This design comes from an exercise in tuning for small area, a short achievable clock period and few clock cycles on the open sky130 flow, not from production work.
Only simulation tests tie the RTL to the original design; equivalence was not proved.

Setup of xenon:
// crc_engine
module crc_engine (
    input  wire        clk,
    input  wire        rst_n,
    input  wire        start,
    input  wire [6:0]  cfg_width,        
    input  wire [63:0] cfg_poly,         
    input  wire [63:0] cfg_init,
    input  wire [63:0] cfg_xorout,
    input  wire        cfg_refin,
    input  wire        cfg_refout,
    input  wire [3:0]  cfg_prefix_len,   
    input  wire [63:0] cfg_prefix,
    input  wire [3:0]  cfg_suffix_len,   
    input  wire [63:0] cfg_suffix,
    input  wire        in_valid,
    input  wire [7:0]  in_data,
    input  wire        in_last,
    output reg         in_ready,
    output reg         busy,
    output reg         done,
    output reg  [63:0] result
);
Settings: LEC_CHECK=0, CAP_MARGIN=20, CORE_MARGIN=2, CORE_UTILIZATION=65, CTS_CLUSTER_DIAMETER=150, CTS_CLUSTER_SIZE=24, SETUP_SLACK_MARGIN=1.0, SLEW_MARGIN=20; clock period 25.0 ns.
standard.sh (not shown) runs the stock make flow with config.mk's settings and CLKGATE_MAP_FILE= SYNTH_SCRIPT=/design/flow/synth_recipe.tcl, a recipe that flattens the netlist after the stock synthesis.
==> flow/flow/run.sh <==
#!/bin/bash
# The standard layout, with two changes to how it is made:
#  - port buffers are sky130_fd_sc_hd__buf_1 instead of the default delay cell
#  - repair_timing aims for a large setup margin, so that the critical paths
#    are sized for a much shorter cycle than the 25 ns clock
# make's output goes to run_standard.log here; ORFS's own logs stay in orfs/logs.
set -euo pipefail
bash standard.sh \
  'BUFFER_PORTS_ARGS=-buffer_cell sky130_fd_sc_hd__buf_1' \
  SETUP_SLACK_MARGIN=18.8 \
  finish > run_standard.log 2>&1
Testbench counts of xenon, summed over its fixed seeds: cycles 16,503.
### xenon -> fjord
-- flow/flow/run.sh --
<<< xenon, line 10
  SETUP_SLACK_MARGIN=18.8 \
>>> fjord, line 10
  SETUP_SLACK_MARGIN=19.0 \
==> run notes <==
No run among fjord and xenon stopped early or left any final violation; all are clean.
In the metrics for fjord and xenon, the one carrying the higher final wirelength is fjord.
xenon → fjord: share of cell area taken by muxes after synthesis ~0 delta, met1 track demand over resource ~0 delta, global-route wire length before repair ~0 delta.
fjord: maximum frequency from static timing analysis is about 1% higher than what xenon reported.
| critical path arrival | fjord vs xenon | 60 ps lower |
Against xenon, fjord reports a layout overhead on the synthesized area that is higher.
On critical path depth, fjord and xenon are neck and neck.
## Diff of input files: pepper against fjord
-- flow/flow/run.sh --
<<< fjord, line 10
  SETUP_SLACK_MARGIN=19.0 \
>>> pepper, line 10
  SETUP_SLACK_MARGIN=19.3 \
--- outcome ---
fjord and pepper ended up with roughly the same non-clock buffer contribution to total cell area. pepper vs. fjord: clock network latency to the later pin of the worst-skew pair went up by 20 ps, achievable clock frequency now smaller.
[inputs] zinc vs pepper
Settings: a change of CORE_UTILIZATION from 65 to 75; a change of CTS_CLUSTER_SIZE from 24 to 20; a change of CTS_CLUSTER_DIAMETER from 150 to 100.
-- flow/flow/run.sh --
<<< pepper, line 10
  SETUP_SLACK_MARGIN=19.3 \
>>> zinc, line 10
  SETUP_SLACK_MARGIN=19.0 \
--- outcome ---
Of the two values seen for highest routed metal layer, met4 was produced by zinc and met5 by pepper.
Final cell count sits lower in zinc than in pepper.
Note that the core box area recorded for zinc amounts to 0.859 times the value seen in pepper.
Die area, zinc vs pepper: down by more than 10%
Comparing met3 layer wire length in the routed design for pepper and zinc, the smaller number came from pepper.


== amber ==
The RTL this note starts from:
==> flow/design.v <==
module crc_engine (
    input  wire        clk,
    input  wire        rst_n,
    input  wire        start,
    input  wire [6:0]  cfg_width,        
    input  wire [63:0] cfg_poly,         
    input  wire [63:0] cfg_init,
    input  wire [63:0] cfg_xorout,
    input  wire        cfg_refin,
    input  wire        cfg_refout,
    input  wire [3:0]  cfg_prefix_len,   
    input  wire [63:0] cfg_prefix,
    input  wire [3:0]  cfg_suffix_len,   
    input  wire [63:0] cfg_suffix,
    input  wire        in_valid,
    input  wire [7:0]  in_data,
    input  wire        in_last,
    output reg         in_ready,
    output reg         busy,
    output reg         done,
    output reg  [63:0] result
);
    localparam [2:0] S_IDLE = 3'd0,
                     S_AL1  = 3'd1,
                     S_AL2  = 3'd2,
                     S_RUN  = 3'd3,
                     S_OUT  = 3'd4;
    reg [2:0]  state;
    reg        ld;           
    reg [3:0]  pre_left;     
    reg [3:0]  suf_left;     
    reg        got_last;     
    reg        data_done;    
    reg [7:0]  hb;           
    reg        hb_v;
    reg        hb_l;
    reg [7:0]  fr;           
    reg        use_hb;       
    reg [7:1]  mc;           
    reg [63:0] crc;          
    reg [63:0] poly;         
    reg [5:0]  rot;          
    reg        refin;
    reg        refout;
    reg [63:0] xorout;
    reg [63:0] prefix;
    reg [63:0] suffix;
    function [63:0] rev64(input [63:0] v);
        integer n;
        begin
            for (n = 0; n < 64; n = n + 1)
                rev64[n] = v[63 - n];
        end
    endfunction
    function [7:0] rev8(input [7:0] v);
        integer n;
        begin
            for (n = 0; n < 8; n = n + 1)
                rev8[n] = v[7 - n];
        end
    endfunction
    function [7:1] mcoef(input [63:57] ptop);
        integer d, e;
        reg [7:0] m;
        begin
            m[0] = 1'b1;
            for (d = 1; d < 8; d = d + 1) begin
                m[d] = 1'b0;
                for (e = 1; e <= d; e = e + 1)
                    m[d] = m[d] ^ (ptop[64 - e] & m[d - e]);
            end
            mcoef = m[7:1];
        end
    endfunction
    wire run     = (state == S_RUN);
    wire pre_ph  = (pre_left != 4'd0);
    wire suf_ph  = !pre_ph && data_done;
    wire step    = run && (!use_hb || hb_v);
    wire is_last = use_hb ? (hb_l && suf_left == 4'd0) : (suf_ph && suf_left == 4'd1);
    wire take    = in_valid && in_ready;
    reg  [63:0] rot_in;
    reg  [5:0]  rot_amt;
    always @* begin
        rot_amt = rot;
        if (state == S_AL1)
            rot_in = poly;
        else if (state == S_AL2)
            rot_in = crc;
        else if (refout) begin
            rot_in  = crc;
            rot_amt = 6'd0;
        end else
            rot_in = rev64(crc);
    end
    reg  [63:0] rot_out;
    integer r;
    always @* begin
        rot_out = rot_in;
        for (r = 0; r < 6; r = r + 1)
            if (rot_amt[r])
                rot_out = (rot_out >> (1 << r)) | (rot_out << (64 - (1 << r)));
    end
    wire [7:0] feed = use_hb ? hb : fr;
    reg  [63:0] crc_next;
    reg         fb;
    integer i;
    always @* begin
        crc_next = crc;
        for (i = 7; i >= 0; i = i - 1) begin
            fb       = crc_next[63] ^ feed[i];
            crc_next = crc_next << 1;
            if (fb)
                crc_next = crc_next ^ poly;
        end
    end
    reg [2:0] state_n;
    reg [3:0] pre_n, suf_n;
    reg       hb_v_n, got_last_n, data_done_n;
    always @* begin
        state_n     = state;
        pre_n       = pre_left;
        suf_n       = suf_left;
        hb_v_n      = hb_v;
        got_last_n  = got_last;
        data_done_n = data_done;
        if (state == S_AL1)
            state_n = S_AL2;
        if (state == S_AL2)
            state_n = S_RUN;
        if (step) begin
            if (is_last)
                state_n = S_OUT;
            if (pre_ph)
                pre_n = pre_left - 4'd1;
            else if (use_hb) begin
                hb_v_n = 1'b0;
                if (hb_l)
                    data_done_n = 1'b1;
            end else
                suf_n = suf_left - 4'd1;
        end
        if (take) begin
            hb_v_n     = 1'b1;
            got_last_n = in_last;
        end
        if (ld) begin
            state_n     = start ? S_AL1 : S_IDLE;
            hb_v_n      = 1'b0;
            got_last_n  = 1'b0;
            data_done_n = 1'b0;
        end
        if (!rst_n)
            state_n = S_IDLE;
    end
    wire busy_n   = (state_n == S_AL1) || (state_n == S_AL2) || (state_n == S_RUN);
    wire [3:0] pre_nn = ld ? cfg_prefix_len : pre_n;
    wire pre_ph_n = (pre_nn != 4'd0);
    always @(posedge clk) begin
        result    <= rev64(rot_out) ^ xorout;
        done      <= rst_n && (state == S_OUT);
        state     <= state_n;
        busy      <= busy_n;
        ld        <= !busy_n;
        in_ready  <= busy_n && !got_last_n && !(hb_v_n && (pre_ph_n || state_n != S_RUN));
        pre_left  <= pre_nn;
        suf_left  <= ld ? cfg_suffix_len : suf_n;
        hb_v      <= hb_v_n;
        got_last  <= got_last_n;
        data_done <= data_done_n;
        use_hb    <= !pre_ph_n && !data_done_n;
        if (pre_n != 4'd0)
            fr <= refin ? rev8(prefix[(pre_n - 4'd1) * 8 +: 8]) : prefix[(pre_n - 4'd1) * 8 +: 8];
        else
            fr <= refin ? rev8(suffix[(suf_n - 4'd1) * 8 +: 8]) : suffix[(suf_n - 4'd1) * 8 +: 8];
        if (ld) begin
            rot    <= cfg_width[5:0];
            refin  <= cfg_refin;
            refout <= cfg_refout;
            poly   <= cfg_poly;
            crc    <= cfg_init;
            xorout <= cfg_xorout;
            prefix <= cfg_prefix;
            suffix <= cfg_suffix;
        end else begin
            if (state == S_AL1)
                poly <= rot_out;
            if (state == S_AL2)
                crc <= rot_out;
            if (step)
                crc <= crc_next;
            if (take) begin
                hb   <= refin ? rev8(in_data) : in_data;
                hb_l <= in_last;
            end
        end
    end
endmodule
clock: 25.0 ns
lec_check: 0
cap_margin: 20
core_margin: 2
core_utilization: 30
setup_slack_margin: 1.0
slew_margin: 20
==> flow/flow/run.sh <==
#!/bin/bash
# The standard layout, with two changes to how it is made:
#  - port buffers are sky130_fd_sc_hd__buf_1 instead of the default delay cell
#  - repair_timing aims for a large setup margin, so that the critical paths
#    are sized for a much shorter cycle than the 25 ns clock
# make's output goes to run_standard.log here; ORFS's own logs stay in orfs/logs.
set -euo pipefail
bash standard.sh \
  'BUFFER_PORTS_ARGS=-buffer_cell sky130_fd_sc_hd__buf_1' \
  SETUP_SLACK_MARGIN=19.0 \
  finish > run_standard.log 2>&1
Looking at the reports, amber completed the entire flow and the layout it produced met the timing, DRC and antenna checks.
Testbench counts of amber, summed over its fixed seeds: cycles 16,503.
diff inputs: amber => sierra
- an added CTS_CLUSTER_SIZE of 20
- a change of CORE_UTILIZATION from 30 to 65
- an added CTS_CLUSTER_DIAMETER of 100
The lower fraction of cell area in non-clock buffers of sierra and amber is in amber.
Compared with amber, sierra shows a lower detailed placement HPWL.
Row flip-flop and latch share of the layout cell area: sierra higher / amber lower
Inputs modified between sierra and tundra:
- CORE_UTILIZATION changed from 65 to 50
### Flow results
Of tundra and sierra, it is tundra that has the lower number of clock buffer instances in the layout.
Going from sierra to tundra, proportion of cell area spent on the clock network went up by 0.25 points; worst slack at placement fell 0.061 ns.
Diff tundra and sierra: width of the die lower in sierra
Measured against each other, tundra and sierra differ in routed length per placed instance, the lower figure coming from tundra.
Going from sierra to tundra, area of the core grew by more than a quarter.
On shortest period the worst path allows, sierra tracks tundra almost exactly.
The master of the slowest instance on the critical path comes out sky130_fd_sc_hd__dfxtp_2 in one run and sky130_fd_sc_hd__dfxtp_1 in the other, namely in sierra and tundra respectively.

## what the ideal ports hide
No port has a modelled driver above. Below, the same layouts with a new extraction and two added sets of constraints.
Step 1 assumes that a clkbuf_16 drives the clock port and a buf_2 every other input.
Step 2 also shifts input and output timing later by t, the mid clock arrival at the registers, as if the neighbouring blocks saw the same clock.
Three values: ideal ports, drivers, drivers and shift; two values: the first two.
run | shift t [ns] | setup slack, ns | worst setup path after step 2 | worst data-port slew with drivers (ns) | pins driven straight from the clock port
xenon | 0.631 | 18.898 / 18.836 / 18.742 | input to register | 0.10 | 1
fjord | 0.633 | 18.962 / 18.899 / 18.740 | input to register | 0.10 | 1
pepper | 0.641 | 18.931 / 18.868 / 18.894 | input to register | 0.10 | 1
zinc | 0.662 | 18.917 / 18.857 / 18.712 | input to register | 0.10 | 1
amber | 0.686 | 18.929 / 18.858 / 18.698 | input to register | 0.13 | 1
sierra | 0.668 | 18.912 / 18.850 / 18.803 | input to register | 0.09 | 1
tundra | 0.682 | 18.911 / 18.846 / 18.812 | input to register | 0.09 | 1
After both steps setup and hold are still met in every run listed. For amber, which loses most, drivers alone change the setup slack by -0.071 ns; drivers and shift together by -0.231 ns.
